From an optimization exercise on the open Yosys and OpenROAD flow, aimed at small area, a short achievable clock period and few clock cycles per item; shortcuts taken in it are not production practice. Where RTL was checked, it was by simulation tests only, not by an equivalence proof against the original. Function not checked in runs 4 and 5: the RTL went through the layout flow alone.

## flow/run.sh

```bash
#!/bin/bash
# synth_recipe.tcl (not shown) runs the flow's synth.tcl, then flattens the netlist and writes it again
# the make line also repeats each setting of config.mk as NAME=value (left out here)
make -C /OpenROAD-flow-scripts/flow DESIGN_CONFIG=/design/flow/config.mk WORK_HOME=/design/flow/orfs CLKGATE_MAP_FILE= SYNTH_SCRIPT=/design/flow/synth_recipe.tcl finish
```

## flow/config.mk

```make
export PLATFORM = sky130hd
export DESIGN_NAME = sha256_core
export DESIGN_NICKNAME = sha256_core
export VERILOG_FILES = /design/flow/design.v
export SDC_FILE = /design/flow/constraint.sdc
export NUM_CORES = 4
export LEC_CHECK = 0
export CAP_MARGIN = 20
export CORE_MARGIN = 2
export CORE_UTILIZATION = 40
export PLACE_DENSITY = 0.6
export SETUP_SLACK_MARGIN = 5
export SLEW_MARGIN = 20
```

## flow/constraint.sdc

```tcl
create_clock -name core_clock -period 9.0 [get_ports {clk}]
set_input_delay 1.8000 -clock core_clock [delete_from_list [all_inputs] [get_ports {clk}]]
set_output_delay 1.8000 -clock core_clock [all_outputs]
set_load 0.01 [all_outputs]
```

## flow/design.v

```verilog
module sha256_core (
    input  wire         clk,
    input  wire         rst,         
    input  wire         in_valid,
    output wire         in_ready,
    input  wire         first,       
    input  wire [511:0] block,
    output reg          out_valid,
    output wire [255:0] digest
);
    localparam [31:0] IV0 = 32'h6a09e667, IV1 = 32'hbb67ae85, IV2 = 32'h3c6ef372, IV3 = 32'ha54ff53a,
                      IV4 = 32'h510e527f, IV5 = 32'h9b05688c, IV6 = 32'h1f83d9ab, IV7 = 32'h5be0cd19;
    reg        busy;
    reg  [5:0] c;
    reg        cur_valid;    
    reg        pend;         
    reg        fill_ok;      
    reg        fr;           
    reg        frn;          
    reg        z0;           
    wire c_is62 = (c == 6'd62);
    wire c_is63 = (c == 6'd63);
    wire fill   = (c[5:4] == 2'b11);
    assign in_ready = busy & c_is63 & fill_ok;
    wire   acc      = in_valid & in_ready & ~rst;
    always @(posedge clk) begin
        if (rst) begin
            busy      <= 1'b0;
            c         <= 6'd48;
            cur_valid <= 1'b0;
            pend      <= 1'b0;
            fr        <= 1'b0;
            z0        <= 1'b0;
            out_valid <= 1'b0;
        end else begin
            out_valid <= z0 & cur_valid;
            z0        <= busy & c_is63;
            if (!busy) begin
                c <= 6'd48;
                if (in_valid) begin
                    busy      <= 1'b1;
                    c         <= 6'd49;
                    cur_valid <= 1'b0;
                    pend      <= 1'b0;
                end
            end else begin
                c <= c + 6'd1;
                if (c_is63)
                    pend <= in_valid & fill_ok;
                if (z0) begin
                    cur_valid <= pend;
                    fr        <= pend & frn;
                    pend      <= 1'b0;
                    if (!pend) begin
                        busy <= 1'b0;
                        c    <= 6'd48;
                    end
                end
            end
        end
    end
    always @(posedge clk) begin
        if (c == 6'd48)
            fill_ok <= in_valid;
        else
            fill_ok <= fill_ok & in_valid;
        if (acc)
            frn <= first;
    end
    reg [31:0] k_next;
    always @(*) begin
        case (c)
            6'd0: k_next = 32'h71374491;
            6'd1: k_next = 32'hb5c0fbcf;
            6'd2: k_next = 32'he9b5dba5;
            6'd3: k_next = 32'h3956c25b;
            6'd4: k_next = 32'h59f111f1;
            6'd5: k_next = 32'h923f82a4;
            6'd6: k_next = 32'hab1c5ed5;
            6'd7: k_next = 32'hd807aa98;
            6'd8: k_next = 32'h12835b01;
            6'd9: k_next = 32'h243185be;
            6'd10: k_next = 32'h550c7dc3;
            6'd11: k_next = 32'h72be5d74;
            6'd12: k_next = 32'h80deb1fe;
            6'd13: k_next = 32'h9bdc06a7;
            6'd14: k_next = 32'hc19bf174;
            6'd15: k_next = 32'he49b69c1;
            6'd16: k_next = 32'hefbe4786;
            6'd17: k_next = 32'h0fc19dc6;
            6'd18: k_next = 32'h240ca1cc;
            6'd19: k_next = 32'h2de92c6f;
            6'd20: k_next = 32'h4a7484aa;
            6'd21: k_next = 32'h5cb0a9dc;
            6'd22: k_next = 32'h76f988da;
            6'd23: k_next = 32'h983e5152;
            6'd24: k_next = 32'ha831c66d;
            6'd25: k_next = 32'hb00327c8;
            6'd26: k_next = 32'hbf597fc7;
            6'd27: k_next = 32'hc6e00bf3;
            6'd28: k_next = 32'hd5a79147;
            6'd29: k_next = 32'h06ca6351;
            6'd30: k_next = 32'h14292967;
            6'd31: k_next = 32'h27b70a85;
            6'd32: k_next = 32'h2e1b2138;
            6'd33: k_next = 32'h4d2c6dfc;
            6'd34: k_next = 32'h53380d13;
            6'd35: k_next = 32'h650a7354;
            6'd36: k_next = 32'h766a0abb;
            6'd37: k_next = 32'h81c2c92e;
            6'd38: k_next = 32'h92722c85;
            6'd39: k_next = 32'ha2bfe8a1;
            6'd40: k_next = 32'ha81a664b;
            6'd41: k_next = 32'hc24b8b70;
            6'd42: k_next = 32'hc76c51a3;
            6'd43: k_next = 32'hd192e819;
            6'd44: k_next = 32'hd6990624;
            6'd45: k_next = 32'hf40e3585;
            6'd46: k_next = 32'h106aa070;
            6'd47: k_next = 32'h19a4c116;
            6'd48: k_next = 32'h1e376c08;
            6'd49: k_next = 32'h2748774c;
            6'd50: k_next = 32'h34b0bcb5;
            6'd51: k_next = 32'h391c0cb3;
            6'd52: k_next = 32'h4ed8aa4a;
            6'd53: k_next = 32'h5b9cca4f;
            6'd54: k_next = 32'h682e6ff3;
            6'd55: k_next = 32'h748f82ee;
            6'd56: k_next = 32'h78a5636f;
            6'd57: k_next = 32'h84c87814;
            6'd58: k_next = 32'h8cc70208;
            6'd59: k_next = 32'h90befffa;
            6'd60: k_next = 32'ha4506ceb;
            6'd61: k_next = 32'hbef9a3f7;
            6'd62: k_next = 32'hc67178f2;
            6'd63: k_next = 32'h428a2f98;
            default: k_next = 32'h0;
        endcase
    end
    reg [31:0] kr;
    always @(posedge clk)
        kr <= k_next;
    reg  [31:0] w [0:15];
    reg  [31:0] blk_word;
    always @(*) begin
        case (c[3:0])
            4'd0:  blk_word = block[511:480];
            4'd1:  blk_word = block[479:448];
            4'd2:  blk_word = block[447:416];
            4'd3:  blk_word = block[415:384];
            4'd4:  blk_word = block[383:352];
            4'd5:  blk_word = block[351:320];
            4'd6:  blk_word = block[319:288];
            4'd7:  blk_word = block[287:256];
            4'd8:  blk_word = block[255:224];
            4'd9:  blk_word = block[223:192];
            4'd10: blk_word = block[191:160];
            4'd11: blk_word = block[159:128];
            4'd12: blk_word = block[127:96];
            4'd13: blk_word = block[95:64];
            4'd14: blk_word = block[63:32];
            default: blk_word = block[31:0];
        endcase
    end
    wire [31:0] ws0   = {w[1][6:0], w[1][31:7]} ^ {w[1][17:0], w[1][31:18]} ^ (w[1] >> 3);
    wire [31:0] ws1   = {w[14][16:0], w[14][31:17]} ^ {w[14][18:0], w[14][31:19]} ^ (w[14] >> 10);
    wire [31:0] w_new = ws1 + w[9] + ws0 + w[0];
    integer i;
    always @(posedge clk) begin
        for (i = 0; i < 15; i = i + 1)
            w[i] <= w[i+1];
        w[15] <= fill ? blk_word : w_new;
    end
    reg [31:0] hv0, hv1, hv2, hv3, hv4, hv5, hv6, hv7;
    assign digest = {hv0, hv1, hv2, hv3, hv4, hv5, hv6, hv7};
    wire [31:0] hi0 = fr ? IV0 : hv0;
    wire [31:0] hi1 = fr ? IV1 : hv1;
    wire [31:0] hi2 = fr ? IV2 : hv2;
    wire [31:0] hi3 = fr ? IV3 : hv3;
    wire [31:0] hi4 = fr ? IV4 : hv4;
    wire [31:0] hi5 = fr ? IV5 : hv5;
    wire [31:0] hi6 = fr ? IV6 : hv6;
    wire [31:0] hi7 = fr ? IV7 : hv7;
    reg [31:0] a, b, cc, e, f, g, p, q;
    wire [31:0] big_s0 = {a[1:0], a[31:2]} ^ {a[12:0], a[31:13]} ^ {a[21:0], a[31:22]};
    wire [31:0] big_s1 = {e[5:0], e[31:6]} ^ {e[10:0], e[31:11]} ^ {e[24:0], e[31:25]};
    wire [31:0] ch     = (e & f) ^ (~e & g);
    wire [31:0] maj    = (a & b) | (cc & (a | b));
    wire [31:0] xe_s = q ^ big_s1 ^ ch;
    wire [31:0] xe_c = ((q & big_s1) | (q & ch) | (big_s1 & ch)) << 1;
    wire [31:0] e_new = xe_s + xe_c;
    wire [31:0] x1_s = p ^ big_s1 ^ ch;
    wire [31:0] x1_c = ((p & big_s1) | (p & ch) | (big_s1 & ch)) << 1;
    wire [31:0] x2_s = big_s0 ^ maj ^ x1_s;
    wire [31:0] x2_c = ((big_s0 & maj) | (big_s0 & x1_s) | (maj & x1_s)) << 1;
    wire [31:0] x3_s = x1_c ^ x2_s ^ x2_c;
    wire [31:0] x3_c = ((x1_c & x2_s) | (x1_c & x2_c) | (x2_s & x2_c)) << 1;
    wire [31:0] a_new = x3_s + x3_c;
    wire [31:0] fa_h = c_is62 ? hi3 : c_is63 ? hi2 : hi1;
    wire [31:0] fe_h = c_is62 ? hi7 : c_is63 ? hi6 : hi5;
    wire [31:0] fa_s = fa_h + (cur_valid ? a : 32'd0);
    wire [31:0] fe_s = fe_h + (cur_valid ? e : 32'd0);
    wire [31:0] n0 = frn ? IV0 : (cur_valid ? a_new : hv0);
    wire [31:0] n1 = frn ? IV1 : fa_s;
    wire [31:0] n2 = frn ? IV2 : hv2;
    wire [31:0] n3 = frn ? IV3 : hv3;
    wire [31:0] n4 = frn ? IV4 : (cur_valid ? e_new : hv4);
    wire [31:0] n5 = frn ? IV5 : fe_s;
    wire [31:0] n6 = frn ? IV6 : hv6;
    wire [31:0] n7 = frn ? IV7 : hv7;
    wire [31:0] hn  = z0 ? n7 : g;
    wire [31:0] dn  = z0 ? n3 : cc;
    wire [31:0] ij0 = c_is63 ? hi0 : 32'd0;
    wire [31:0] ij4 = c_is63 ? hi4 : 32'd0;
    wire [31:0] y1_s = hn ^ kr ^ w[0];
    wire [31:0] y1_c = ((hn & kr) | (hn & w[0]) | (kr & w[0])) << 1;
    wire [31:0] yp_s = y1_s ^ y1_c ^ ij0;
    wire [31:0] yp_c = ((y1_s & y1_c) | (y1_s & ij0) | (y1_c & ij0)) << 1;
    wire [31:0] y2_s = y1_s ^ y1_c ^ dn;
    wire [31:0] y2_c = ((y1_s & y1_c) | (y1_s & dn) | (y1_c & dn)) << 1;
    wire [31:0] yq_s = y2_s ^ y2_c ^ ij4;
    wire [31:0] yq_c = ((y2_s & y2_c) | (y2_s & ij4) | (y2_c & ij4)) << 1;
    always @(posedge clk) begin
        a  <= z0 ? n0 : a_new;
        b  <= z0 ? n1 : a;
        cc <= z0 ? n2 : b;
        e  <= z0 ? n4 : e_new;
        f  <= z0 ? n5 : e;
        g  <= z0 ? n6 : f;
        p  <= yp_s + yp_c;
        q  <= yq_s + yq_c;
    end
    wire upd = busy & cur_valid;
    always @(posedge clk) begin
        if (upd & c_is62) begin hv3 <= fa_s; hv7 <= fe_s; end
        if (upd & c_is63) begin hv2 <= fa_s; hv6 <= fe_s; end
        if (upd & z0)     begin hv1 <= fa_s; hv5 <= fe_s; hv0 <= a_new; hv4 <= e_new; end
    end
endmodule
```

==> results by group, run 1 <==
Route
  – Drt drc: 0
  – Routed vias/inst: 6.051
  – Final ANT Viol Nets: 0
  – DR pass1 iterations: 11
  – Vias: 53140
  – Final wirelength: 321800 um
  – Initial DRC Count: 7195
  – DR WL/cell: 36.64 um

Final layout
  – Cell area after layout: 0.08069 sq mm
  – Fillcell total: 12180
  – Area growth syn-to-layout: 41.79%
  – Ratio of cells with drive above 1 in the final layout: 0.2283
  – Post-layout nets: a little under 8000

Clock tree
  – Clk root buf: clkbuf_16
  – CTS Sinks: 1070
  – Hold buffers post-CTS: 0
  – H-tree levels: 3
  – Total clock buffers created by CTS: 112
  – Worst skew pair latency: around 0.79 ns
  – CTS tree: done
  – Clock-pin slew on the worst setup and hold paths: 0.06 ns
  – Bufs on Longest Clock Path: 3

Setup path
  – Critical Path RT: 9.65 ns
  – Slowest-stage cell, CP: fa_1
  – Worst Reg-to-Reg Cells: 20
  – Worst path max stage delay: 0.58 ns
  – Cell-by-cell trace of the critical path: buf_12 > nor2_4 > buf_6 > a22oi_2 > fa_1 > inv_2 > fa_1 > inv_2 > fa_1 > inv_2 > ha_4 > or3_4 > a21oi_4 > a2111oi_4 > or3_4 > o211ai_1 > a31oi_1 > o21a_1 > nor2_2 > xnor2_1
  – CP Capture Type: flip-flop
  – Critical path arrival: between 5 and 6 ns
  – WS Path Type: reg -> reg
  – Critical R2R Launch: frn
  – Startpoint Class: flip-flop
  – Flop-to-flop setup slack: roughly 3.8 ns
  – Reg2Reg Capture Point: q[30]
  – Crit-path max FO: 5

Floorplan
  – Core ar.: 0.1414 sq mm
  – Top Ports: ~770
  – Starting Density: 0.4024
  – Die Y: 381.2 um
  – Die area: 0.1453 sq mm
  – Die span in x: 381.2 um
  – # rows: 138

STA
  – Max Clock Freq: between 0.15 and 0.2 GHz
  – Min Tclk post-route: 5.211 ns
  – Clock skew: 0.07986 ns
  – Final Max Tran Viols: 0
  – Endpoints failing hold: 0
  – Setup-failing EPs final: 0
  – RSZ-0062 raised after global routing: true
  – Tcrit/Tclk final: 0.5790
  – Slew headroom: 0.2052
  – Worst slew pin tran: 1.188 ns
  – Setup TNS: 0 ns
  – Final worst slack: between 3 and 4 ns
  – Worst hold slack: 0.2829 ns

Yosys
  – Synth Flop Type: dfxtp_1
  – Syn Inst Count: 5653
  – Synth top area share: 0.2860
  – Leading area contributor after synthesis: dfxtp_1
  – EDFF count, synth: 257
  – Netlist cell types: 81
  – Ys Warns: 2
  – Top post-synthesis cells by area: dfxtp_1, edfxtp_1, fa_1
  – Synth Area per Inst: 10.07 sq um
  – Yosys reg bits: 1070
  – Synth Cell Area: 0.05691 sq mm
  – Syn nets: 6716
  – Sequential-to-total area share from yosys stat: 0.4216
  – Fraction of registers with async set/reset: 0

Global route
  – Total grt overflow: 0
  – Largest net degree at the start of global routing: 80
  – GRT Total Usage: 0.4274
  – First-pass GRT wire length: 425600 um
  – Vias in the first global route: roughly 51000
  – Initial antenna violation count: 73

Placement
  – Dpl ws: roughly 2.5 ns
  – Final Wtd Congestion: 1.072
  – Placed Area: 0.06741 sq mm
  – IO buf count: about 770
  – DP Wirelength: 244400 um

Min path
  – Worst hold path cell count: 0
  – Hold EP: w[5][27]
  – HP Class: reg -> reg
  – Hold Startpoint: w[6][27]

Run status
  – Status: timing/DRC/antenna clean

Job
  – # Max-Cap Violations: 0
==> sequential cells by signal, indices dropped and copies added, names as in the netlist, 6 cells and up <==
register	count
hv3	32
cc	32
a	32
b	32
f	32
hv6	32
hv7	32
c	6
hv1	32
w	512
p	32
hv5	32
q	32
e	32
hv4	32
g	32
kr	32
hv0	32
hv2	32
==> cells by family (layout without fill, tap and decap cells) <==
group           count (synthesis)  in the layout  synth area share
mux                            61             61           0.01231
xor+xnor                      441            441           0.06787
flops                        1070           1070            0.4216
buf+inv                       921           2097           0.06082
compound gates               1532           1532            0.1861
simple gates                 1073           1078           0.08845
other cells                     0             58                 0
fa+ha+maj                     555            555            0.1628
==> layout by cell type, fill, tap and decap left out, types with 28 or more instances in the layout <==
cell	instances
a21o_1	113
a21oi_1	229
a21oi_2	60
a221oi_1	54
a222oi_1	32
a22o_1	116
a22oi_1	110
and2_1	88
buf_12	42
buf_4	325
buf_6	116
clkbuf_16	115
clkdlybuf4s50_1	772
dfxtp_1	736
dfxtp_2	34
dfxtp_4	43
diode_2	58
edfxtp_1	257
fa_1	288
ha_1	155
ha_2	28
ha_4	52
inv_1	547
inv_2	51
nand2_1	324
nand3_1	84
nand4_1	43
nor2_1	221
nor3_1	47
o211ai_1	35
o21a_1	38
o21ai_0	194
o21ai_1	28
o21ai_2	44
o22a_1	83
o22ai_1	28
xnor2_1	208
xnor2_2	83
xor2_1	96
==> worst max path at each step <==
stage | from | end | slack, ns | depth (start not counted)
floorplan | frn | q[31] | 4.27 | 23
global placement | frn | q[31] | 2.45 | 20
detailed placement | c[5] | hv7[12] | 2.53 | 18
CTS | frn | q[30] | 3.79 | 20
global route | frn | q[30] | 3.70 | 18
finish | frn | q[30] | 3.79 | 20
==> routing by layer <==
| layer | vias up | GRT usage | share of wire |
|---|---|---|---|
| met5 | - | 0 | 0.00061 |
| met4 | 30 | 0.3249 | 0.094 |
| met3 | 929 | 0.1141 | 0.11 |
| met2 | 3618 | 0.6320 | 0.43 |
| met1 | 26580 | 0.5317 | 0.37 |
| li1 | 21980 | - | - |
==> cells in the mapped netlist (all sizes together) (59+ instances only) <==
library cell / n
o21ai: 278
nor2: 254
xnor2: 312
dfxtp: 813
nand2: 360
and2: 91
a21o: 114
xor2: 129
ha: 235
a22o: 117
edfxtp: 257
fa: 312
inv: 607
nand3: 102
a22oi: 135
clkbuf: 277
o22a: 84
nor3: 59
a21oi: 313
==> timing repair <==
action / 4_1_cts / 5_1_grt
pin swaps: 321 / 283
endpoints found under the hold margin: 0 / 0
endpoints found under the setup margin: 488 / 340
resized for setup: 817 / 328
cloned: 16 / 1
setup buffers: 314 / 104
==> critical path, delay by kind of cell (launching register included) <==
kind                     cells  cell delay, ns
flip-flops                   1            0.38
AND/OR/NAND/NOR              4            0.93
AO/OA/AOI/OAI                6            1.51
buffers and inverters        5            0.51
XOR/XNOR                     1            0.12
adder cells (fa/ha/maj)      4            1.60
==> per-stage QoR <==
| stage | utilization | instances |
|---|---|---|
| 6_report | 0.5706 | 8782 |
| 3_5_place_dp | 0.4767 | 8075 |
| 5_1_grt | 0.5703 | 8769 |
| 3_3_place_gp | 0.4765 | 8074 |
| 4_1_cts | 0.5525 | 8619 |
| 2_1_floorplan | - | 5653 |
==> final cells by class <==
class                   count  area [sq um]  share of cell area
diodes                     58         145.1            0.001799
multi-input cells        3667         34790              0.4312
flip-flops and latches   1070         24200              0.2999
well taps                1890          2365             0.02931
clock buffers             152          3207             0.03974
repair buffers           1274         12810              0.1587
clock inverters            62         818.3             0.01014
repair inverters            2         17.52           0.0002171
inverters                 607          2340             0.02900
Testbench counts, summed over its fixed seeds: cycles 82,064, items 1,280.
==> run 2: changes to the inputs <==
--- a/flow/config.mk
+++ b/flow/config.mk
@@ -8,6 +8,6 @@
 export CAP_MARGIN = 20
 export CORE_MARGIN = 2
-export CORE_UTILIZATION = 40
-export PLACE_DENSITY = 0.6
-export SETUP_SLACK_MARGIN = 5
+export CORE_UTILIZATION = 60
+export PLACE_DENSITY = 0.75
+export SETUP_SLACK_MARGIN = 4
 export SLEW_MARGIN = 20
==> run 2 against run 1 <==
Against the previous run: the flow now stops in 5_1_grt; synthesized cell count unchanged; synthesized area unchanged.
==> results by group, run 2 <==
Run status
  – Status: stopped before the end
  – Stopped at: 5_1_grt
  – Run Error: [ERROR GRT-0232] Routing congestion too high. Check the congestion heatmap in the GUI.

Clock tree
  – CTS Sinks: 1070
  – Clk root buf: clkbuf_16
  – H-tree levels: 3
  – Total clock buffers created by CTS: 105
  – Hold buffers post-CTS: 0
  – Bufs on Longest Clock Path: 3

Yosys
  – Ys Warns: 2
  – Most frequent cell after synthesis: dfxtp_1
  – Synth top area share: 0.2860
  – Netlist cell types: slightly above 80
  – Synth Flop Type: dfxtp_1
  – Synth top cells by count: dfxtp_1, inv_1, nand2_1
  – Yosys reg bits: 1070
  – Top post-synthesis cells by area: dfxtp_1, edfxtp_1, fa_1
  – Sequential-to-total area share from yosys stat: 0.4216
  – Leading area contributor after synthesis: dfxtp_1
  – Synth Cell Area: 0.05691 sq mm
  – Syn nets: 6716
  – Syn Inst Count: 5653
  – Synth Area per Inst: 10.07 sq um
  – Fraction of registers with async set/reset: 0
  – EDFF count, synth: 257

Floorplan
  – Die Y: 312.0 um
  – Top Ports: ~770
  – Die span in x: 312.0 um
  – # rows: 112
  – Starting Density: 0.6079

Global route
  – Largest net degree at the start of global routing: 71
  – GRT Total Usage: 0.7078
  – Total grt overflow: 84

Placement
  – Final Wtd Congestion: 1.186
  – IO buf count: 773
  – Dpl ws: 2.706 ns
  – DP Wirelength: 225500 um

STA
  – Worst-path end type: register data pin
  – GR repair worst EP: q[24]$_DFF_P_/D
-- run 2: cell counts after synthesis --
No cell type changed its count.
-- run 2: layer usage --
metal,track usage,GRT overflow
met5,0.2534,0
met4,0.6046,41
met3,0.5514,0
met2,0.8735,43
met1,0.7502,0
-- run 2: how the worst max path moves through the flow --
stage / cells after the start / end / from
4_1_cts: 21 / q[31] / frn
3_3_place_gp: 17 / p[30] / c[2]
2_1_floorplan: 22 / q[24] / z0
3_5_place_dp: 16 / b[26] / c[2]
-- run 2: repair_timing --
action,in CTS
pin swaps,55
setup buffers,50
gates resized for setup,280
gates cloned,6
setup endpoints to repair,339
-- run 2: kinds of logic after synthesis --
kind of cell / count (synthesis) / share of synthesized area
compound gates: 1532 / 0.1861
buf+inv: 921 / 0.06082
simple gates: 1073 / 0.08845
fa+ha+maj: 555 / 0.1628
xor+xnor: 441 / 0.06787
flops: 1070 / 0.4216
mux: 61 / 0.01231
-- run 2: per-stage QoR --
stage | util | instances | cell area [sq um]
after detailed placement | 0.7039 | 7456 | 65890
after CTS | 0.7627 | 7709 | 71390
after global placement | 0.7038 | 7455 | 65890
after floorplan | - | 5653 | 56940
==> run 3: changes to the inputs <==
--- a/flow/config.mk
+++ b/flow/config.mk
@@ -8,6 +8,6 @@
 export CAP_MARGIN = 20
 export CORE_MARGIN = 2
-export CORE_UTILIZATION = 60
-export PLACE_DENSITY = 0.75
+export CORE_UTILIZATION = 40
+export PLACE_DENSITY = 0.6
 export SETUP_SLACK_MARGIN = 4
 export SLEW_MARGIN = 20
==> run 3 against run 2 <==
Against the previous run: the run now finishes clean; synthesized cell count unchanged; synthesized area is the same.
==> results by group, run 3 <==
Yosys
  – Yosys reg bits: ~1100
  – Synth top cells by count: dfxtp_1, inv_1, nand2_1
  – Netlist cell types: 81
  – Synth Area per Inst: 10.07 sq um
  – Fraction of registers with async set/reset: 0
  – Syn nets: 6716
  – Top post-synthesis cells by area: dfxtp_1, edfxtp_1, fa_1
  – Sequential-to-total area share from yosys stat: 0.4216
  – Syn Inst Count: 5653
  – Ys Warns: 2
  – Leading area contributor after synthesis: dfxtp_1
  – Synth Flop Type: dfxtp_1
  – Synth Cell Area: 0.05691 sq mm
  – Most frequent cell after synthesis: dfxtp_1
  – Synth top area share: 0.2860
  – EDFF count, synth: 257

Clock tree
  – Total clock buffers created by CTS: 113
  – Hold buffers post-CTS: 0
  – Clk root buf: clkbuf_16
  – Worst skew pair latency: 0.81 ns
  – CTS tree: done
  – CTS Sinks: 1070
  – Clock-pin slew on the worst setup and hold paths: 0.07 ns
  – H-tree levels: 3
  – Bufs on Longest Clock Path: 3

Floorplan
  – Core ar.: 0.1414 sq mm
  – Die area: 0.1453 sq mm
  – Top Ports: between 700 and 800
  – Die span in x: 381.2 um
  – Die Y: 381.2 um
  – # rows: approximately 140
  – Starting Density: 0.4024

Global route
  – GRT Total Usage: 0.4204
  – Vias in the first global route: 48870
  – Initial antenna violation count: 85
  – Total grt overflow: 0
  – First-pass GRT wire length: 417900 um
  – Largest net degree at the start of global routing: 75

Route
  – DR WL/cell: between 30 and 40 um
  – Final wirelength: about 320000 um
  – Initial DRC Count: 7070
  – Routed vias/inst: between 5 and 6
  – Vias: a little over 50000
  – DR pass1 iterations: 8
  – Final ANT Viol Nets: 0
  – Drt drc: 0

Final layout
  – Ratio of cells with drive above 1 in the final layout: 0.1197
  – Commonest non-fill, non-tap cell in the layout: clkdlybuf4s50_1
  – Most frequent cells in the layout: clkdlybuf4s50_1, dfxtp_1, inv_1
  – Area growth syn-to-layout: 30.49%
  – Max reg flops: 512
  – Post-layout nets: 7546
  – Fillcell total: 12850
  – Biggest register: w

Setup path
  – Critical path arrival: approximately 5.8 ns
  – Crit-path max FO: 27
  – CP Capture Type: flip-flop
  – Worst path buffer plus inverter count: 7
  – Startpoint Class: flip-flop
  – Critical Path RT: 9.61 ns
  – Worst path max stage delay: 0.45 ns
  – CP top delay family: compound AO/OA/AOI/OAI gates
  – WS Path Type: reg -> reg
  – Slowest-stage cell, CP: fa_1
  – Cell-by-cell trace of the critical path: buf_6 > clkinvlp_4 > nand2_8 > buf_4 > buf_4 > o22a_1 > fa_1 > inv_1 > fa_1 > inv_1 > ha_2 > inv_2 > fa_2 > nor2b_4 > o31ai_4 > a21oi_2 > o21ai_2 > a31o_4 > o211a_4 > a21oi_4 > a211oi_2 > a311oi_1

STA
  – Worst slew pin tran: approximately 1.3 ns
  – Slew headroom: 0.1516
  – Setup-failing EPs final: 0
  – Final Max Tran Viols: 0
  – Max Clock Freq: 0.1914 GHz
  – Min Tclk post-route: 5.224 ns
  – Setup TNS: 0 ns
  – Endpoints failing hold: 0
  – Clock skew: 0.1135 ns
  – Final worst slack: 3.776 ns
  – Tcrit/Tclk final: 0.5804
  – RSZ-0062 raised after global routing: true
  – Worst hold slack: 0.2678 ns

Job
  – # Max-Cap Violations: 0

Run status
  – Status: timing/DRC/antenna clean

Placement
  – Final Wtd Congestion: 1.063
  – DP Wirelength: 250900 um
  – Dpl ws: about 2.3 ns
  – IO buf count: 773

Min path
  – HP Class: reg -> reg
==> run 3: metal layers <==
metal,wire (um),vias up,GRT usage
met5,190,-,0
met4,26610,28,0.2913
met2,134900,3437,0.6234
met1,118800,25450,0.5286
met3,34660,778,0.1179
li1,-,21450,-
==> run 3: area by class of cell <==
cell class	count	area [sq um]	area share
timing repair buffer	1027	10170	0.1370
tap	1890	2365	0.03185
antenna	54	135.1	0.001820
multi-input combinational	3663	31290	0.4214
sequential	1070	24100	0.3245
clock buffer	150	3162	0.04258
clock inverter	64	720.7	0.009705
timing repair inverter	1	8.758	0.0001179
inverter	607	2305	0.03104
==> run 3: final timing paths <==
kind,startpoint,end,slack [ns],cells past startpoint
max,frn,q[31],3.78,22
min,w[12][28],w[11][28],0.27,0
max reg2reg,frn,q[31],3.78,22
min reg2reg,w[12][28],w[11][28],0.27,0
==> run 3: cells by family (layout without fill, tap and decap cells) <==
kind of cell,count (synthesis),in the layout,share of synthesized area
buffers and inverters,921,1849,0.06082
muxes,61,61,0.01231
DFF,1070,1070,0.4216
xor gates and xnor gates,441,441,0.06787
adders and majority gates,555,555,0.1628
other,0,54,0
and+or+nand+nor,1073,1074,0.08845
AOI/OAI and AO/OA,1532,1532,0.1861
==> run 3: per-stage QoR <==
stage          utilization  instances  instance area (sq um)
6_report            0.5251       8526                  74260
5_1_grt             0.5249       8512                  74220
4_1_cts             0.5139       8411                  72680
3_5_place_dp        0.4733       8114                  66940
3_3_place_gp        0.4729       8111                  66870
2_1_floorplan            -       5653                  56940
==> run 3: repair_timing <==
action / in CTS / in global routing
setup endpoints to repair: 345 / 152
buffers inserted: 79 / 58
pin swaps: 47 / 87
resized for setup: 255 / 192
gates cloned: 4 / 2
==> run 4: changes to the inputs <==
--- a/flow/design.v
+++ b/flow/design.v
@@ -182,28 +182,33 @@
     wire [31:0] hi6 = fr ? IV6 : hv6;
     wire [31:0] hi7 = fr ? IV7 : hv7;
-    reg [31:0] a, b, cc, e, f, g, p, q;
+    reg [31:0] a, b, cc, e, f, g, ps, pc, qs, qc;
     wire [31:0] big_s0 = {a[1:0], a[31:2]} ^ {a[12:0], a[31:13]} ^ {a[21:0], a[31:22]};
     wire [31:0] big_s1 = {e[5:0], e[31:6]} ^ {e[10:0], e[31:11]} ^ {e[24:0], e[31:25]};
     wire [31:0] ch     = (e & f) ^ (~e & g);
     wire [31:0] maj    = (a & b) | (cc & (a | b));
-    wire [31:0] xe_s = q ^ big_s1 ^ ch;
-    wire [31:0] xe_c = ((q & big_s1) | (q & ch) | (big_s1 & ch)) << 1;
-    wire [31:0] e_new = xe_s + xe_c;
-    wire [31:0] x1_s = p ^ big_s1 ^ ch;
-    wire [31:0] x1_c = ((p & big_s1) | (p & ch) | (big_s1 & ch)) << 1;
-    wire [31:0] x2_s = big_s0 ^ maj ^ x1_s;
-    wire [31:0] x2_c = ((big_s0 & maj) | (big_s0 & x1_s) | (maj & x1_s)) << 1;
-    wire [31:0] x3_s = x1_c ^ x2_s ^ x2_c;
-    wire [31:0] x3_c = ((x1_c & x2_s) | (x1_c & x2_c) | (x2_s & x2_c)) << 1;
-    wire [31:0] a_new = x3_s + x3_c;
+    wire [31:0] xe1_s = qs ^ qc ^ ch;
+    wire [31:0] xe1_c = ((qs & qc) | (qs & ch) | (qc & ch)) << 1;
+    wire [31:0] xe2_s = xe1_s ^ xe1_c ^ big_s1;
+    wire [31:0] xe2_c = ((xe1_s & xe1_c) | (xe1_s & big_s1) | (xe1_c & big_s1)) << 1;
+    wire [31:0] e_new = xe2_s + xe2_c;
+    wire [31:0] x1_s = ps ^ pc ^ ch;
+    wire [31:0] x1_c = ((ps & pc) | (ps & ch) | (pc & ch)) << 1;
+    wire [31:0] x2_s = big_s1 ^ big_s0 ^ maj;
+    wire [31:0] x2_c = ((big_s1 & big_s0) | (big_s1 & maj) | (big_s0 & maj)) << 1;
+    wire [31:0] x3_s = x1_s ^ x1_c ^ x2_s;
+    wire [31:0] x3_c = ((x1_s & x1_c) | (x1_s & x2_s) | (x1_c & x2_s)) << 1;
+    wire [31:0] x4_s = x3_s ^ x3_c ^ x2_c;
+    wire [31:0] x4_c = ((x3_s & x3_c) | (x3_s & x2_c) | (x3_c & x2_c)) << 1;
+    wire [31:0] a_new = x4_s + x4_c;
     wire [31:0] fa_h = c_is62 ? hi3 : c_is63 ? hi2 : hi1;
     wire [31:0] fe_h = c_is62 ? hi7 : c_is63 ? hi6 : hi5;
     wire [31:0] fa_s = fa_h + (cur_valid ? a : 32'd0);
     wire [31:0] fe_s = fe_h + (cur_valid ? e : 32'd0);
-    wire [31:0] n0 = frn ? IV0 : (cur_valid ? a_new : hv0);
+    wire        ld_a = frn | ~cur_valid;      
+    wire [31:0] n0 = frn ? IV0 : hv0;
     wire [31:0] n1 = frn ? IV1 : fa_s;
     wire [31:0] n2 = frn ? IV2 : hv2;
     wire [31:0] n3 = frn ? IV3 : hv3;
-    wire [31:0] n4 = frn ? IV4 : (cur_valid ? e_new : hv4);
+    wire [31:0] n4 = frn ? IV4 : hv4;
     wire [31:0] n5 = frn ? IV5 : fe_s;
     wire [31:0] n6 = frn ? IV6 : hv6;
@@ -222,12 +227,14 @@
     wire [31:0] yq_c = ((y2_s & y2_c) | (y2_s & ij4) | (y2_c & ij4)) << 1;
     always @(posedge clk) begin
-        a  <= z0 ? n0 : a_new;
+        a  <= (z0 & ld_a) ? n0 : a_new;
         b  <= z0 ? n1 : a;
         cc <= z0 ? n2 : b;
-        e  <= z0 ? n4 : e_new;
+        e  <= (z0 & ld_a) ? n4 : e_new;
         f  <= z0 ? n5 : e;
         g  <= z0 ? n6 : f;
-        p  <= yp_s + yp_c;
-        q  <= yq_s + yq_c;
+        ps <= yp_s;
+        pc <= yp_c;
+        qs <= yq_s;
+        qc <= yq_c;
     end
     wire upd = busy & cur_valid;
--- a/flow/config.mk
+++ b/flow/config.mk
@@ -8,6 +8,6 @@
 export CAP_MARGIN = 20
 export CORE_MARGIN = 2
-export CORE_UTILIZATION = 40
-export PLACE_DENSITY = 0.6
+export CORE_UTILIZATION = 60
+export PLACE_DENSITY = 0.75
 export SETUP_SLACK_MARGIN = 4
 export SLEW_MARGIN = 20
==> run 4 against run 3 <==
Against the previous run: synthesized area fell by 0.68%; synthesized cell count fell by 4.0%; the run now fails in 5_1_grt.
==> results by group, run 4 <==
Run status
  – Status: stopped before the end
  – Stopped at: 5_1_grt
  – Run Error: [ERROR GRT-0232] Routing congestion too high. Check the congestion heatmap in the GUI.

Floorplan
  – Starting Density: 0.6056
  – # rows: 112
  – Top Ports: between 700 and 800
  – Die span in x: 310.9 um
  – Die Y: 310.9 um

Placement
  – Final Wtd Congestion: 1.180
  – IO buf count: about 770
  – DP Wirelength: 216700 um
  – Inst Count DP: about 7200

Yosys
  – Multiplexer share of the synthesized area: 0.01224
  – Most frequent cell after synthesis: dfxtp_1
  – Synth Cell Area: 0.05652 sq mm
  – Yosys reg bits: approximately 1100
  – Post-Synth Simple-Gate Area: 0.08501
  – Netlist cell types: 87
  – Ys Warns: 2
  – Syn Inst Count: 5428
  – XOR/XNOR share of the synthesized area: 0.06152
  – Synth top area share: 0.3099
  – Fraction of registers with async set/reset: 0
  – Synth top cells by count: dfxtp_1, inv_1, fa_1
  – Synth Area in Compound Gates: 0.1684
  – Synth Area per Inst: 10.41 sq um
  – Synth Flop Type: dfxtp_1
  – Leading area contributor after synthesis: dfxtp_1
  – Area share of fa/ha/maj cells after synthesis: 0.1701
  – Main combinational cell family by area after synthesis: adder cells
  – Syn nets: about 6500
  – Top post-synthesis cells by area: dfxtp_1, edfxtp_1, fa_1
  – Sequential-to-total area share from yosys stat: 0.4465
  – EDFF count, synth: approximately 260

Global route
  – Total grt overflow: 250
  – Largest net degree at the start of global routing: around 180
  – GRT Total Usage: 0.7476

Clock tree
  – Bufs on Longest Clock Path: 3
  – Clk root buf: clkbuf_16
  – H-tree levels: 3
  – CTS Sinks: 1132
  – Total clock buffers created by CTS: 108
==> run 4: changes by cell type after synthesis, moves of 36 or more <==
cell       change
ha_1          -56
nor2_1       +109
dfxtp_1       +62
fa_1          +56
nand2_1       -66
inv_1         -80
o2bb2ai_1     +36
==> run 4: kinds of logic after synthesis <==
kind of cell | after synthesis
DFF | 1132
adders and majority gates | 548
muxes | 58
xor gates and xnor gates | 397
buffers and inverters | 845
AOI/OAI and AO/OA | 1404
and+or+nand+nor | 1044
==> run 4: through the flow <==
stage	area [sq um]	setup slack [ns]
floorplan	56530	4.027
global placement	65280	2.703
detailed placement	65280	2.496
CTS	70340	3.729
==> run 4: worst max-delay path by stage <==
stage | end | from
floorplan | hv0[30] | e[27]
global placement | b[30] | c[0]
detailed placement | b[30] | c[0]
CTS | hv0[24] | e[23]
==> run 4: layer usage <==
metal,global-route usage,GRT overflow
met5,0.3399,1
met1,0.7793,24
met3,0.6154,21
met4,0.6583,89
met2,0.8952,115
==> run 4: repair_timing <==
item / 4_1_cts
buffers inserted: 53
hold endpoints to repair: 0
pin swaps: 40
resized for setup: 231
endpoints found under the setup margin: 296
gates cloned: 1
hold buffers: 0
==> run 5: changes to the inputs <==
--- a/flow/config.mk
+++ b/flow/config.mk
@@ -8,6 +8,6 @@
 export CAP_MARGIN = 20
 export CORE_MARGIN = 2
-export CORE_UTILIZATION = 60
-export PLACE_DENSITY = 0.75
+export CORE_UTILIZATION = 45
+export PLACE_DENSITY = 0.65
 export SETUP_SLACK_MARGIN = 4
 export SLEW_MARGIN = 20
==> run 5 against run 4 <==
Against the previous run: now clean on timing, DRC and antenna; synthesized cell count did not move; synthesized area did not move.
==> results by group, run 5 <==
Run status
  – Status: timing/DRC/antenna clean

Route
  – Vias: around 47000
  – DR WL/cell: approximately 35 um
  – Final ANT Viol Nets: 0
  – Initial DRC Count: 6525
  – DR pass1 iterations: 10
  – Drt drc: 0
  – Final wirelength: 274800 um
  – Routed vias/inst: roughly 6

Min path
  – Hold Startpoint: w[2][12]
  – HP Class: reg -> reg

Setup path
  – Critical Path RT: 9.51 ns
  – Worst path max stage delay: 0.53 ns
  – Worst path buffer plus inverter count: 5
  – Crit-path max FO: 4
  – Cell-by-cell trace of the critical path: xnor2_2 > xnor2_2 > inv_1 > fa_1 > inv_1 > fa_1 > inv_1 > fa_1 > inv_1 > ha_2 > inv_2 > fa_2 > nor2b_2 > o31a_1 > o21ai_4 > a211oi_4 > o2111ai_4 > a211oi_4 > nor2_2 > a31o_2 > xnor2_1
  – CP dominant cell by count: inv_1
  – CP startpoint: e[27]
  – CP Capture Type: flip-flop
  – Startpoint Class: flip-flop
  – Slowest-stage cell, CP: fa_1
  – Critical R2R Launch: e[27]
  – CP top delay family: adder cells
  – WS Path Type: reg -> reg
  – Critical path arrival: 5.64 ns

Clock tree
  – H-tree levels: 3
  – Bufs on Longest Clock Path: 3
  – Clk root buf: clkbuf_16
  – Hold buffers post-CTS: 0
  – Worst skew pair latency: about 0.8 ns
  – CTS tree: done
  – Clock-pin slew on the worst setup and hold paths: 0.06 ns
  – Total clock buffers created by CTS: 113
  – CTS Sinks: 1132

Floorplan
  – # rows: 130
  – Top Ports: between 700 and 800
  – Die Y: 358.4 um
  – Die span in x: 358.4 um
  – Die area: 0.1285 sq mm
  – Core ar.: about 0.13 sq mm
  – Starting Density: 0.4519

Yosys
  – Most frequent cell after synthesis: dfxtp_1
  – Synth top area share: 0.3099
  – Top post-synthesis cells by area: dfxtp_1, edfxtp_1, fa_1
  – Ys Warns: 2
  – Synth Flop Type: dfxtp_1
  – Sequential-to-total area share from yosys stat: 0.4465
  – Fraction of registers with async set/reset: 0
  – Synth top cells by count: dfxtp_1, inv_1, fa_1
  – Yosys reg bits: 1132
  – Netlist cell types: 87
  – Syn Inst Count: 5428
  – Leading area contributor after synthesis: dfxtp_1
  – Synth Cell Area: 0.05652 sq mm
  – Synth Area per Inst: approximately 10 sq um
  – Syn nets: 6491
  – EDFF count, synth: approximately 260

STA
  – Clock skew: 0.05823 ns
  – Worst slew pin tran: 1.422 ns
  – Tcrit/Tclk final: 0.5706
  – Max Clock Freq: 0.1947 GHz
  – Setup TNS: 0 ns
  – Final Max Tran Viols: 0
  – Slew headroom: 0.05191
  – RSZ-0062 raised after global routing: true
  – Endpoints failing hold: 0
  – Setup-failing EPs final: 0
  – Min Tclk post-route: 5.135 ns
  – Worst hold slack: 0.2976 ns

Final layout
  – Post-layout nets: 7168
  – Biggest register: w
  – Commonest non-fill, non-tap cell in the layout: dfxtp_1
  – Area growth syn-to-layout: 25.59%
  – Most frequent cells in the layout: dfxtp_1, clkdlybuf4s50_1, inv_1
  – Ratio of cells with drive above 1 in the final layout: 0.08349
  – Max reg flops: 512
  – Fillcell total: approximately 11000

Placement
  – DP Wirelength: 216100 um
  – IO buf count: 773
  – Final Wtd Congestion: 1.051

Global route
  – Total grt overflow: 0
  – Vias in the first global route: 45360
  – Largest net degree at the start of global routing: 129
  – First-pass GRT wire length: between 300000 and 400000 um
  – GRT Total Usage: 0.4201
  – Initial antenna violation count: 47

Job
  – # Max-Cap Violations: 0
-- run 5: cells by family after synthesis --
logic type / after synthesis / synth area share
multiplexers: 58 / 0.01224
XOR/XNOR: 397 / 0.06152
adder cells (fa/ha/maj): 548 / 0.1701
AND/OR/NAND/NOR: 1044 / 0.08501
buffers and inverters: 845 / 0.05623
AO/OA/AOI/OAI: 1404 / 0.1684
flip-flops: 1132 / 0.4465
-- run 5: metrics by stage --
step                      worst slack [ns]  instance area (sq um)  std cells  utilization
final                                3.865                  70980       7891       0.5675
after detailed placement             2.829                  65880       7610       0.5267
after global placement               3.020                  65880       7610       0.5267
after CTS                            3.885                  70530       7843       0.5638
after floorplan                      4.027                  56530       5428            -
after global routing                 3.680                  70940       7875       0.5672
-- run 5: path summary, 6_finish.rpt --
check | to | slack, ns | cells after the start
worst max-delay path | hv0[30] | 3.86 | 21
worst min-delay path | w[1][12] | 0.30 | 0
worst max register to register | hv0[30] | 3.86 | 21
worst min register to register | w[1][12] | 0.30 | 0
-- run 5: final cells by class --
| cell class | count | area, sq um | share of cell area |
|---|---|---|---|
| antenna | 37 | 92.59 | 0.001304 |
| tap | 1650 | 2064 | 0.02908 |
| sequential | 1132 | 25360 | 0.3573 |
| timing repair buffer | 879 | 8732 | 0.1230 |
| inverter | 528 | 1989 | 0.02803 |
| multi-input combinational | 3451 | 28850 | 0.4065 |
| clock buffer | 140 | 3012 | 0.04243 |
| clock inverter | 74 | 874.6 | 0.01232 |
-- run 5: repair_timing --
| item | in CTS | in global routing |
|---|---|---|
| buffers inserted | 19 | 10 |
| pin swaps | 26 | 19 |
| endpoints found under the setup margin | 228 | 146 |
| gates resized for setup | 148 | 59 |
-- run 5: per-layer routing --
layer	track usage	routed length [um]
met1	0.5124	99780
met3	0.1271	31050
met2	0.6171	117400
met4	0.3321	26160
met5	0.01556	404
==> run 6: changes to the inputs <==
--- a/flow/design.v
+++ b/flow/design.v
@@ -68,77 +68,74 @@
             frn <= first;
     end
-    reg [31:0] k_next;
+    reg [31:0] kr;
     always @(*) begin
         case (c)
-            6'd0: k_next = 32'h71374491;
-            6'd1: k_next = 32'hb5c0fbcf;
-            6'd2: k_next = 32'he9b5dba5;
-            6'd3: k_next = 32'h3956c25b;
-            6'd4: k_next = 32'h59f111f1;
-            6'd5: k_next = 32'h923f82a4;
-            6'd6: k_next = 32'hab1c5ed5;
-            6'd7: k_next = 32'hd807aa98;
-            6'd8: k_next = 32'h12835b01;
-            6'd9: k_next = 32'h243185be;
-            6'd10: k_next = 32'h550c7dc3;
-            6'd11: k_next = 32'h72be5d74;
-            6'd12: k_next = 32'h80deb1fe;
-            6'd13: k_next = 32'h9bdc06a7;
-            6'd14: k_next = 32'hc19bf174;
-            6'd15: k_next = 32'he49b69c1;
-            6'd16: k_next = 32'hefbe4786;
-            6'd17: k_next = 32'h0fc19dc6;
-            6'd18: k_next = 32'h240ca1cc;
-            6'd19: k_next = 32'h2de92c6f;
-            6'd20: k_next = 32'h4a7484aa;
-            6'd21: k_next = 32'h5cb0a9dc;
-            6'd22: k_next = 32'h76f988da;
-            6'd23: k_next = 32'h983e5152;
-            6'd24: k_next = 32'ha831c66d;
-            6'd25: k_next = 32'hb00327c8;
-            6'd26: k_next = 32'hbf597fc7;
-            6'd27: k_next = 32'hc6e00bf3;
-            6'd28: k_next = 32'hd5a79147;
-            6'd29: k_next = 32'h06ca6351;
-            6'd30: k_next = 32'h14292967;
-            6'd31: k_next = 32'h27b70a85;
-            6'd32: k_next = 32'h2e1b2138;
-            6'd33: k_next = 32'h4d2c6dfc;
-            6'd34: k_next = 32'h53380d13;
-            6'd35: k_next = 32'h650a7354;
-            6'd36: k_next = 32'h766a0abb;
-            6'd37: k_next = 32'h81c2c92e;
-            6'd38: k_next = 32'h92722c85;
-            6'd39: k_next = 32'ha2bfe8a1;
-            6'd40: k_next = 32'ha81a664b;
-            6'd41: k_next = 32'hc24b8b70;
-            6'd42: k_next = 32'hc76c51a3;
-            6'd43: k_next = 32'hd192e819;
-            6'd44: k_next = 32'hd6990624;
-            6'd45: k_next = 32'hf40e3585;
-            6'd46: k_next = 32'h106aa070;
-            6'd47: k_next = 32'h19a4c116;
-            6'd48: k_next = 32'h1e376c08;
-            6'd49: k_next = 32'h2748774c;
-            6'd50: k_next = 32'h34b0bcb5;
-            6'd51: k_next = 32'h391c0cb3;
-            6'd52: k_next = 32'h4ed8aa4a;
-            6'd53: k_next = 32'h5b9cca4f;
-            6'd54: k_next = 32'h682e6ff3;
-            6'd55: k_next = 32'h748f82ee;
-            6'd56: k_next = 32'h78a5636f;
-            6'd57: k_next = 32'h84c87814;
-            6'd58: k_next = 32'h8cc70208;
-            6'd59: k_next = 32'h90befffa;
-            6'd60: k_next = 32'ha4506ceb;
-            6'd61: k_next = 32'hbef9a3f7;
-            6'd62: k_next = 32'hc67178f2;
-            6'd63: k_next = 32'h428a2f98;
-            default: k_next = 32'h0;
+            6'd0: kr = 32'h428a2f98;
+            6'd1: kr = 32'h71374491;
+            6'd2: kr = 32'hb5c0fbcf;
+            6'd3: kr = 32'he9b5dba5;
+            6'd4: kr = 32'h3956c25b;
+            6'd5: kr = 32'h59f111f1;
+            6'd6: kr = 32'h923f82a4;
+            6'd7: kr = 32'hab1c5ed5;
+            6'd8: kr = 32'hd807aa98;
+            6'd9: kr = 32'h12835b01;
+            6'd10: kr = 32'h243185be;
+            6'd11: kr = 32'h550c7dc3;
+            6'd12: kr = 32'h72be5d74;
+            6'd13: kr = 32'h80deb1fe;
+            6'd14: kr = 32'h9bdc06a7;
+            6'd15: kr = 32'hc19bf174;
+            6'd16: kr = 32'he49b69c1;
+            6'd17: kr = 32'hefbe4786;
+            6'd18: kr = 32'h0fc19dc6;
+            6'd19: kr = 32'h240ca1cc;
+            6'd20: kr = 32'h2de92c6f;
+            6'd21: kr = 32'h4a7484aa;
+            6'd22: kr = 32'h5cb0a9dc;
+            6'd23: kr = 32'h76f988da;
+            6'd24: kr = 32'h983e5152;
+            6'd25: kr = 32'ha831c66d;
+            6'd26: kr = 32'hb00327c8;
+            6'd27: kr = 32'hbf597fc7;
+            6'd28: kr = 32'hc6e00bf3;
+            6'd29: kr = 32'hd5a79147;
+            6'd30: kr = 32'h06ca6351;
+            6'd31: kr = 32'h14292967;
+            6'd32: kr = 32'h27b70a85;
+            6'd33: kr = 32'h2e1b2138;
+            6'd34: kr = 32'h4d2c6dfc;
+            6'd35: kr = 32'h53380d13;
+            6'd36: kr = 32'h650a7354;
+            6'd37: kr = 32'h766a0abb;
+            6'd38: kr = 32'h81c2c92e;
+            6'd39: kr = 32'h92722c85;
+            6'd40: kr = 32'ha2bfe8a1;
+            6'd41: kr = 32'ha81a664b;
+            6'd42: kr = 32'hc24b8b70;
+            6'd43: kr = 32'hc76c51a3;
+            6'd44: kr = 32'hd192e819;
+            6'd45: kr = 32'hd6990624;
+            6'd46: kr = 32'hf40e3585;
+            6'd47: kr = 32'h106aa070;
+            6'd48: kr = 32'h19a4c116;
+            6'd49: kr = 32'h1e376c08;
+            6'd50: kr = 32'h2748774c;
+            6'd51: kr = 32'h34b0bcb5;
+            6'd52: kr = 32'h391c0cb3;
+            6'd53: kr = 32'h4ed8aa4a;
+            6'd54: kr = 32'h5b9cca4f;
+            6'd55: kr = 32'h682e6ff3;
+            6'd56: kr = 32'h748f82ee;
+            6'd57: kr = 32'h78a5636f;
+            6'd58: kr = 32'h84c87814;
+            6'd59: kr = 32'h8cc70208;
+            6'd60: kr = 32'h90befffa;
+            6'd61: kr = 32'ha4506ceb;
+            6'd62: kr = 32'hbef9a3f7;
+            6'd63: kr = 32'hc67178f2;
+            default: kr = 32'h0;
         endcase
     end
-    reg [31:0] kr;
-    always @(posedge clk)
-        kr <= k_next;
     reg  [31:0] w [0:15];
     reg  [31:0] blk_word;
==> flow/flow/run.sh (new file) <==
#!/bin/bash
set -e
export BUFFER_PORTS_ARGS="-buffer_cell sky130_fd_sc_hd__buf_1"
bash standard.sh > standard.log 2>&1
==> flow/standard.sh (new file) <==
#!/bin/bash
# synth_recipe.tcl (not shown) runs the flow's synth.tcl, then flattens the netlist and writes it again
# the make line also repeats each setting of config.mk as NAME=value (left out here)
make -C /OpenROAD-flow-scripts/flow DESIGN_CONFIG=/design/flow/config.mk WORK_HOME=/design/flow/orfs CLKGATE_MAP_FILE= SYNTH_SCRIPT=/design/flow/synth_recipe.tcl "${@:-finish}"
--- a/flow/config.mk
+++ b/flow/config.mk
@@ -9,4 +9,5 @@
 export CORE_MARGIN = 2
 export CORE_UTILIZATION = 45
+export CTS_BUF_LIST = sky130_fd_sc_hd__clkbuf_8
 export PLACE_DENSITY = 0.65
 export SETUP_SLACK_MARGIN = 4
removed: flow/run.sh
==> run 6 against run 5 <==
Against the previous run: still clean; synthesized cell count decreased by 2.5%; utilization decreased by 3.3 points; first-iteration DRC count decreased by 1.0%; hold slack improved by 0.013 ns; final cell count decreased by 0.56%; clock-buffer cell count increased by 65; sequential share of layout area increased by 2.0 points; critical path type unchanged; largest cell class unchanged.
==> results by group, run 6 <==
Placement
  – IO buf count: 773
  – Dpl ws: 3.013 ns
  – DP Wirelength: roughly 220000 um
  – Final Wtd Congestion: 1.060

Setup path
  – Crit-path max FO: 14
  – Startpoint Class: flip-flop
  – WS Path Type: reg -> reg
  – Critical path arrival: 5.84 ns
  – Critical R2R Launch: c[1]
  – Critical Path RT: 9.82 ns
  – Reg2Reg Capture Point: qs[16]
  – Worst Reg-to-Reg Cells: 12
  – CP Capture Type: flip-flop
  – Flop-to-flop setup slack: ~4 ns

Yosys
  – Area share of fa/ha/maj cells after synthesis: 0.1725
  – Synth Area in Compound Gates: 0.1728
  – Main combinational cell family by area after synthesis: compound AO/OA/AOI/OAI gates
  – Ys Warns: 2
  – Synth top cells by count: dfxtp_1, inv_1, fa_1
  – Syn nets: 6353
  – Yosys reg bits: between 1000 and 1500
  – Top post-synthesis cells by area: dfxtp_1, edfxtp_1, fa_1
  – Synth top area share: 0.3034
  – Synth Area per Inst: 10.51 sq um
  – Netlist cell types: 94
  – XOR/XNOR share of the synthesized area: 0.06315
  – Leading area contributor after synthesis: dfxtp_1
  – Post-Synth Simple-Gate Area: 0.08598
  – Sequential-to-total area share from yosys stat: 0.4422
  – Most frequent cell after synthesis: dfxtp_1
  – Fraction of registers with async set/reset: 0
  – Synth Flop Type: dfxtp_1
  – Multiplexer share of the synthesized area: 0.01033
  – EDFF count, synth: 257
  – Synth Cell Area: 0.05562 sq mm
  – Syn Inst Count: 5292

STA
  – Final Max Tran Viols: 0
  – Endpoints failing hold: 0
  – Setup-failing EPs final: 0
  – Min Tclk post-route: about 5.0 ns
  – Tcrit/Tclk final: 0.5573
  – Worst slew pin tran: ~1.3 ns
  – Slew headroom: 0.1370
  – Clock skew: between 0.05 and 0.06 ns
  – RSZ-0062 raised after global routing: true
  – Setup TNS: 0 ns
  – Final worst slack: between 3 and 4 ns
  – Max Clock Freq: between 0.15 and 0.2 GHz

Clock tree
  – Hold buffers post-CTS: 0
  – Clk root buf: clkbuf_8
  – Worst skew pair latency: 0.96 ns
  – CTS Sinks: 1100
  – Bufs on Longest Clock Path: 3
  – Clock-pin slew on the worst setup and hold paths: 0.06 ns
  – H-tree levels: 4
  – Total clock buffers created by CTS: 174
  – CTS tree: done

Route
  – Initial DRC Count: 6460
  – Metal2 WL: 119800 um
  – Drt drc: 0
  – Routed vias/inst: 6.057
  – DR WL/cell: 35.30 um
  – Vias: 47530
  – Final wirelength: 277000 um
  – Final ANT Viol Nets: 0
  – Metal-1 WL: 101500 um
  – Met3 WL: 30280 um
  – Top sig layer: met5
  – DR pass1 iterations: 9

Job
  – # Max-Cap Violations: 0

Final layout
  – Biggest register: w
  – Post-layout nets: ~7100
  – Commonest non-fill, non-tap cell in the layout: dfxtp_1
  – Area growth syn-to-layout: 17.37%
  – Max reg flops: 512
  – Ratio of cells with drive above 1 in the final layout: 0.09766
  – Most frequent cells in the layout: dfxtp_1, buf_1, inv_1
  – Fillcell total: 11030

Global route
  – GRT Total Usage: 0.4287
  – First-pass GRT wire length: 370800 um
  – Initial antenna violation count: 60
  – Total grt overflow: 0
  – Largest net degree at the start of global routing: 129
  – Vias in the first global route: 45460

Min path
  – Hold EP: w[6][22]
  – Hold Startpoint: w[7][22]
  – Worst hold path cell count: 0
  – HP Class: reg -> reg

Floorplan
  – Starting Density: 0.4552
  – Die area: 0.1264 sq mm
  – Die Y: around 360 um
  – Core ar.: 0.1222 sq mm
  – Top Ports: 774
  – Die span in x: 355.6 um
  – # rows: around 130

Run status
  – Status: timing/DRC/antenna clean
[run 6: final cells by class]
cell class / count / area [sq um] / area share
Tap cell: 1625 / 2033 / 0.03114
Clock inverter: 119 / 1042 / 0.01597
Timing Repair Buffer: 894 / 4038 / 0.06185
Antenna cell: 37 / 92.59 / 0.001418
Clock buffer: 205 / 2821 / 0.04322
Inverter: 459 / 1733 / 0.02654
Sequential cell: 1100 / 24660 / 0.3778
Multi-Input combinational cell: 3408 / 28860 / 0.4421
[run 6: critical path, stage by stage, from the launching register on]
cell	delay, ns
dfxtp_4	0.39
clkinv_1	0.44
ha_1	0.71
a21oi_1	0.70
o311ai_0	0.24
o21ai_0	0.13
o22ai_1	0.12
a21oi_1	0.57
fa_1	0.56
inv_1	0.09
fa_1	0.42
fa_1	0.49
inv_1	0.04
[run 6: worst max path at each step]
stage                     start       to  depth (start not counted)
after floorplan            c[0]   hv2[0]                          7
after global placement     c[1]  hv5[24]                         21
after detailed placement   c[1]  hv6[26]                         21
after CTS                  c[0]    b[24]                         22
after global routing      e[15]  hv0[29]                         17
final                      c[1]   qs[16]                         12
[run 6: cells by family (layout without fill, tap and decap cells)]
family,after synthesis,after routing
AO/OA/AOI/OAI,1387,1387
flip-flops,1100,1100
AND/OR/NAND/NOR,1024,1024
buffers and inverters,784,1677
adder cells (fa/ha/maj),546,546
XOR/XNOR,401,401
multiplexers,50,50
other,0,37
[run 6: per-stage QoR]
step | hold slack [ns] | util | instances | area [sq um]
global placement | 0.3095 | 0.4919 | 7446 | 60100
finish | 0.3110 | 0.5342 | 7847 | 65280
global route | 0.2926 | 0.5340 | 7833 | 65250
floorplan | 0.3096 | - | 5292 | 55620
detailed placement | 0.3121 | 0.4919 | 7447 | 60110
CTS | 0.2937 | 0.5284 | 7786 | 64570
[run 6: per-layer routing]
metal | vias to the layer above | track usage
met1 | 23570 | 0.5293
met4 | 6 | 0.3397
met5 | - | 0
met2 | 3231 | 0.6323
met3 | 734 | 0.1179
li1 | 19980 | -
[run 6: what timing repair did]
item,CTS,global route
setup endpoints to repair,294,146
buffers inserted,14,21
pin swaps,8,23
endpoints found under the hold margin,0,0
cloned,1,1
gates resized for setup,91,85
Testbench counts of run 6, summed over its fixed seeds: cycles 82,064, items 1,280.
==> run 7: changes to the inputs <==
==> flow/run.sh (new file) <==
#!/bin/bash
# synth_recipe.tcl (not shown) runs the flow's synth.tcl, then flattens the netlist and writes it again
# the make line also repeats each setting of config.mk as NAME=value (left out here)
make -C /OpenROAD-flow-scripts/flow DESIGN_CONFIG=/design/flow/config.mk WORK_HOME=/design/flow/orfs CLKGATE_MAP_FILE= SYNTH_SCRIPT=/design/flow/synth_recipe.tcl finish
--- a/flow/config.mk
+++ b/flow/config.mk
@@ -9,5 +9,4 @@
 export CORE_MARGIN = 2
 export CORE_UTILIZATION = 45
-export CTS_BUF_LIST = sky130_fd_sc_hd__clkbuf_8
 export PLACE_DENSITY = 0.65
 export SETUP_SLACK_MARGIN = 4
removed: flow/flow/run.sh
removed: flow/standard.sh
==> run 7 against run 6 <==
Against the previous run: sequential share of layout area is 2.4 points lower; register-to-register slack gained 0.07 ns; hold slack got worse by 0.012 ns; synthesized area did not move; critical path depth grew 4; still clean; fmax up 1.3%; synthesized cell count is the same; critical path type unchanged.
==> results by group, run 7 <==
STA
  – Min Tclk post-route: 4.950 ns
  – RSZ-0062 raised after global routing: true
  – Setup TNS: 0 ns
  – Worst slew pin tran: 1.332 ns
  – Clock skew: 0.06610 ns
  – Endpoints failing hold: 0
  – Max Clock Freq: 0.2020 GHz
  – Slew headroom: 0.1119
  – Setup-failing EPs final: 0
  – Final Max Tran Viols: 0
  – Tcrit/Tclk final: 0.5501
  – Worst hold slack: 0.2988 ns

Route
  – DR pass1 iterations: 10
  – Initial DRC Count: 6352
  – DR WL/cell: between 30 and 40 um
  – Final ANT Viol Nets: 0
  – Final wirelength: around 270000 um
  – Vias: 47150
  – Drt drc: 0
  – Routed vias/inst: 6.115

Yosys
  – Syn Inst Count: 5292
  – Ys Warns: 2
  – Synth Cell Area: 0.05562 sq mm
  – Top post-synthesis cells by area: dfxtp_1, edfxtp_1, fa_1
  – Synth top area share: 0.3034
  – EDFF count, synth: 257
  – Synth top cells by count: dfxtp_1, inv_1, fa_1
  – Sequential-to-total area share from yosys stat: 0.4422
  – Syn nets: 6353
  – Synth Area per Inst: ~11 sq um
  – Leading area contributor after synthesis: dfxtp_1
  – Synth Flop Type: dfxtp_1
  – Yosys reg bits: 1100
  – Netlist cell types: 94
  – Most frequent cell after synthesis: dfxtp_1
  – Fraction of registers with async set/reset: 0

Floorplan
  – Starting Density: 0.4552
  – Die Y: 355.6 um
  – # rows: 128
  – Core ar.: between 0.1 and 0.15 sq mm
  – Die span in x: approximately 360 um
  – Top Ports: between 700 and 800
  – Die area: 0.1264 sq mm

Clock tree
  – Worst skew pair latency: 0.78 ns
  – CTS Sinks: 1100
  – Total clock buffers created by CTS: 111
  – Bufs on Longest Clock Path: 3
  – Clock-pin slew on the worst setup and hold paths: ~0.07 ns
  – H-tree levels: 3
  – CTS tree: done
  – Clk root buf: clkbuf_16

Setup path
  – Startpoint Class: flip-flop
  – Critical R2R Launch: e[6]
  – Critical path arrival: 5.63 ns
  – CP Capture Point: e[30]
  – Crit-path max FO: 7
  – Worst path max stage delay: 0.52 ns
  – CP Capture Type: flip-flop
  – Worst Reg-to-Reg Cells: 16
  – Critical Path RT: 9.68 ns
  – Slowest-stage cell, CP: fa_1
  – Reg2Reg Capture Point: e[30]
  – Cell-by-cell trace of the critical path: buf_4 > mux2_2 > fa_1 > inv_1 > fa_1 > inv_1 > ha_1 > a31oi_1 > o21a_1 > o221ai_2 > a31oi_4 > o211ai_1 > a31oi_2 > o21ai_0 > xor2_1 > o22a_1
  – CP startpoint: e[6]
  – WS Path Type: reg -> reg
  – Flop-to-flop setup slack: about 4.0 ns

Final layout
  – Max reg flops: 512
  – Most frequent cells in the layout: dfxtp_1, clkdlybuf4s50_1, inv_1
  – Commonest non-fill, non-tap cell in the layout: dfxtp_1
  – Area growth syn-to-layout: 25.37%
  – Post-layout nets: about 7000
  – Fillcell total: 10480
  – Ratio of cells with drive above 1 in the final layout: 0.08328
  – Biggest register: w

Global route
  – Initial antenna violation count: 59
  – Vias in the first global route: 45130
  – Largest net degree at the start of global routing: 176
  – GRT Total Usage: 0.4198
  – First-pass GRT wire length: between 300000 and 400000 um
  – Total grt overflow: 0

Min path
  – HP Class: reg -> reg

Placement
  – Final Wtd Congestion: 1.057
  – IO buf count: 773
  – DP Wirelength: 213200 um

Run status
  – Status: timing/DRC/antenna clean

Job
  – # Max-Cap Violations: 0
run 7: per-layer routing:
metal	track usage	up-vias	part of all wire
met4	0.3339	32	0.095
met5	0	-	0.00078
met1	0.5142	23390	0.36
met2	0.6152	3186	0.43
met3	0.1265	786	0.11
li1	-	19760	-
run 7: metrics by stage:
step,std cells,utilization,setup WS [ns],instance area (sq um)
after global routing,7706,0.5705,3.952,69720
after floorplan,5292,-,4.055,55620
after global placement,7440,0.5311,3.172,64900
after detailed placement,7442,0.5313,2.946,64920
final,7711,0.5707,4.050,69730
after CTS,7660,0.5659,4.009,69150
run 7: worst min-delay path by stage:
stage | start | to | depth (start not counted)
2_1_floorplan | w[11][0] | w[10][0] | 0
3_3_place_gp | w[5][11] | w[4][11] | 0
3_5_place_dp | w[11][18] | w[10][18] | 0
4_1_cts | w[7][13] | w[6][13] | 0
5_1_grt | w[11][8] | w[10][8] | 0
6_report | w[8][14] | w[7][14] | 0
run 7: area by class of cell:
cell class	instances	area, sq um	area share
antenna	34	85.08	0.001220
tap	1625	2033	0.02916
timing repair buffer	876	8638	0.1239
sequential	1100	24690	0.3540
clock buffer	159	3222	0.04620
clock inverter	50	594.3	0.008523
multi-input combinational	3408	28740	0.4121
inverter	459	1738	0.02492
run 7: repair_timing:
action | 4_1_cts | 5_1_grt
resized for setup | 84 | 75
pin swaps | 8 | 15
endpoints found under the setup margin | 255 | 147
gates cloned | 0 | 0
hold buffers | 0 | 0
setup buffers | 9 | 14
run 7: logic make-up (layout without fill, tap and decap cells):
logic type | Yosys count | after routing | share of synthesized area
simple gates | 1024 | 1024 | 0.08598
xor+xnor | 401 | 401 | 0.06315
buf+inv | 784 | 1544 | 0.05316
compound gates | 1387 | 1387 | 0.1728
mux | 50 | 50 | 0.01033
flops | 1100 | 1100 | 0.4422
other cells | 0 | 34 | 0
fa+ha+maj | 546 | 546 | 0.1725
run 7: critical path, delay by kind of cell (launching register included):
kind / cells / cell delay (ns)
AOI/OAI and AO/OA: 8 / 1.99
adders and majority gates: 3 / 1.44
muxes: 1 / 0.50
buffers and inverters: 3 / 0.34
DFF: 1 / 0.31
xor gates and xnor gates: 1 / 0.23

-- afterwards: timing with drivers on the ports --
Ports are ideal in the flow. The routed layouts listed here were re-timed in OpenROAD.
Step 1 (the two cells are an assumption about what drives the block):
set clk [get_ports {clk}]
set_driving_cell -lib_cell sky130_fd_sc_hd__clkbuf_16 $clk
set_driving_cell -lib_cell sky130_fd_sc_hd__buf_2 [delete_from_list [all_inputs] $clk]
Step 2 moves the port delays by t, midway between the first and last clock arrival at a register: inputs arrive t later, outputs are due t later. That takes back most of the time a late clock gives input paths.
Slacks: ideal / step 1 / step 2; pairs: ideal / step 1.
| run | shift t [ns] | slack for setup (ns) | worst setup path after step 2 |
|---|---|---|---|
| run 1 | 0.824 | 3.789 / 3.789 / 3.789 | register to register |
| run 3 | 0.834 | 3.776 / 3.776 / 3.776 | register to register |
| run 5 | 0.833 | 3.865 / 3.865 / 3.865 | register to register |
| run 6 | 1.003 | 3.984 / 3.984 / 3.984 | register to register |
| run 7 | 0.830 | 4.050 / 3.979 / 4.050 | register to register |
After both steps setup and hold are still met in every run listed.
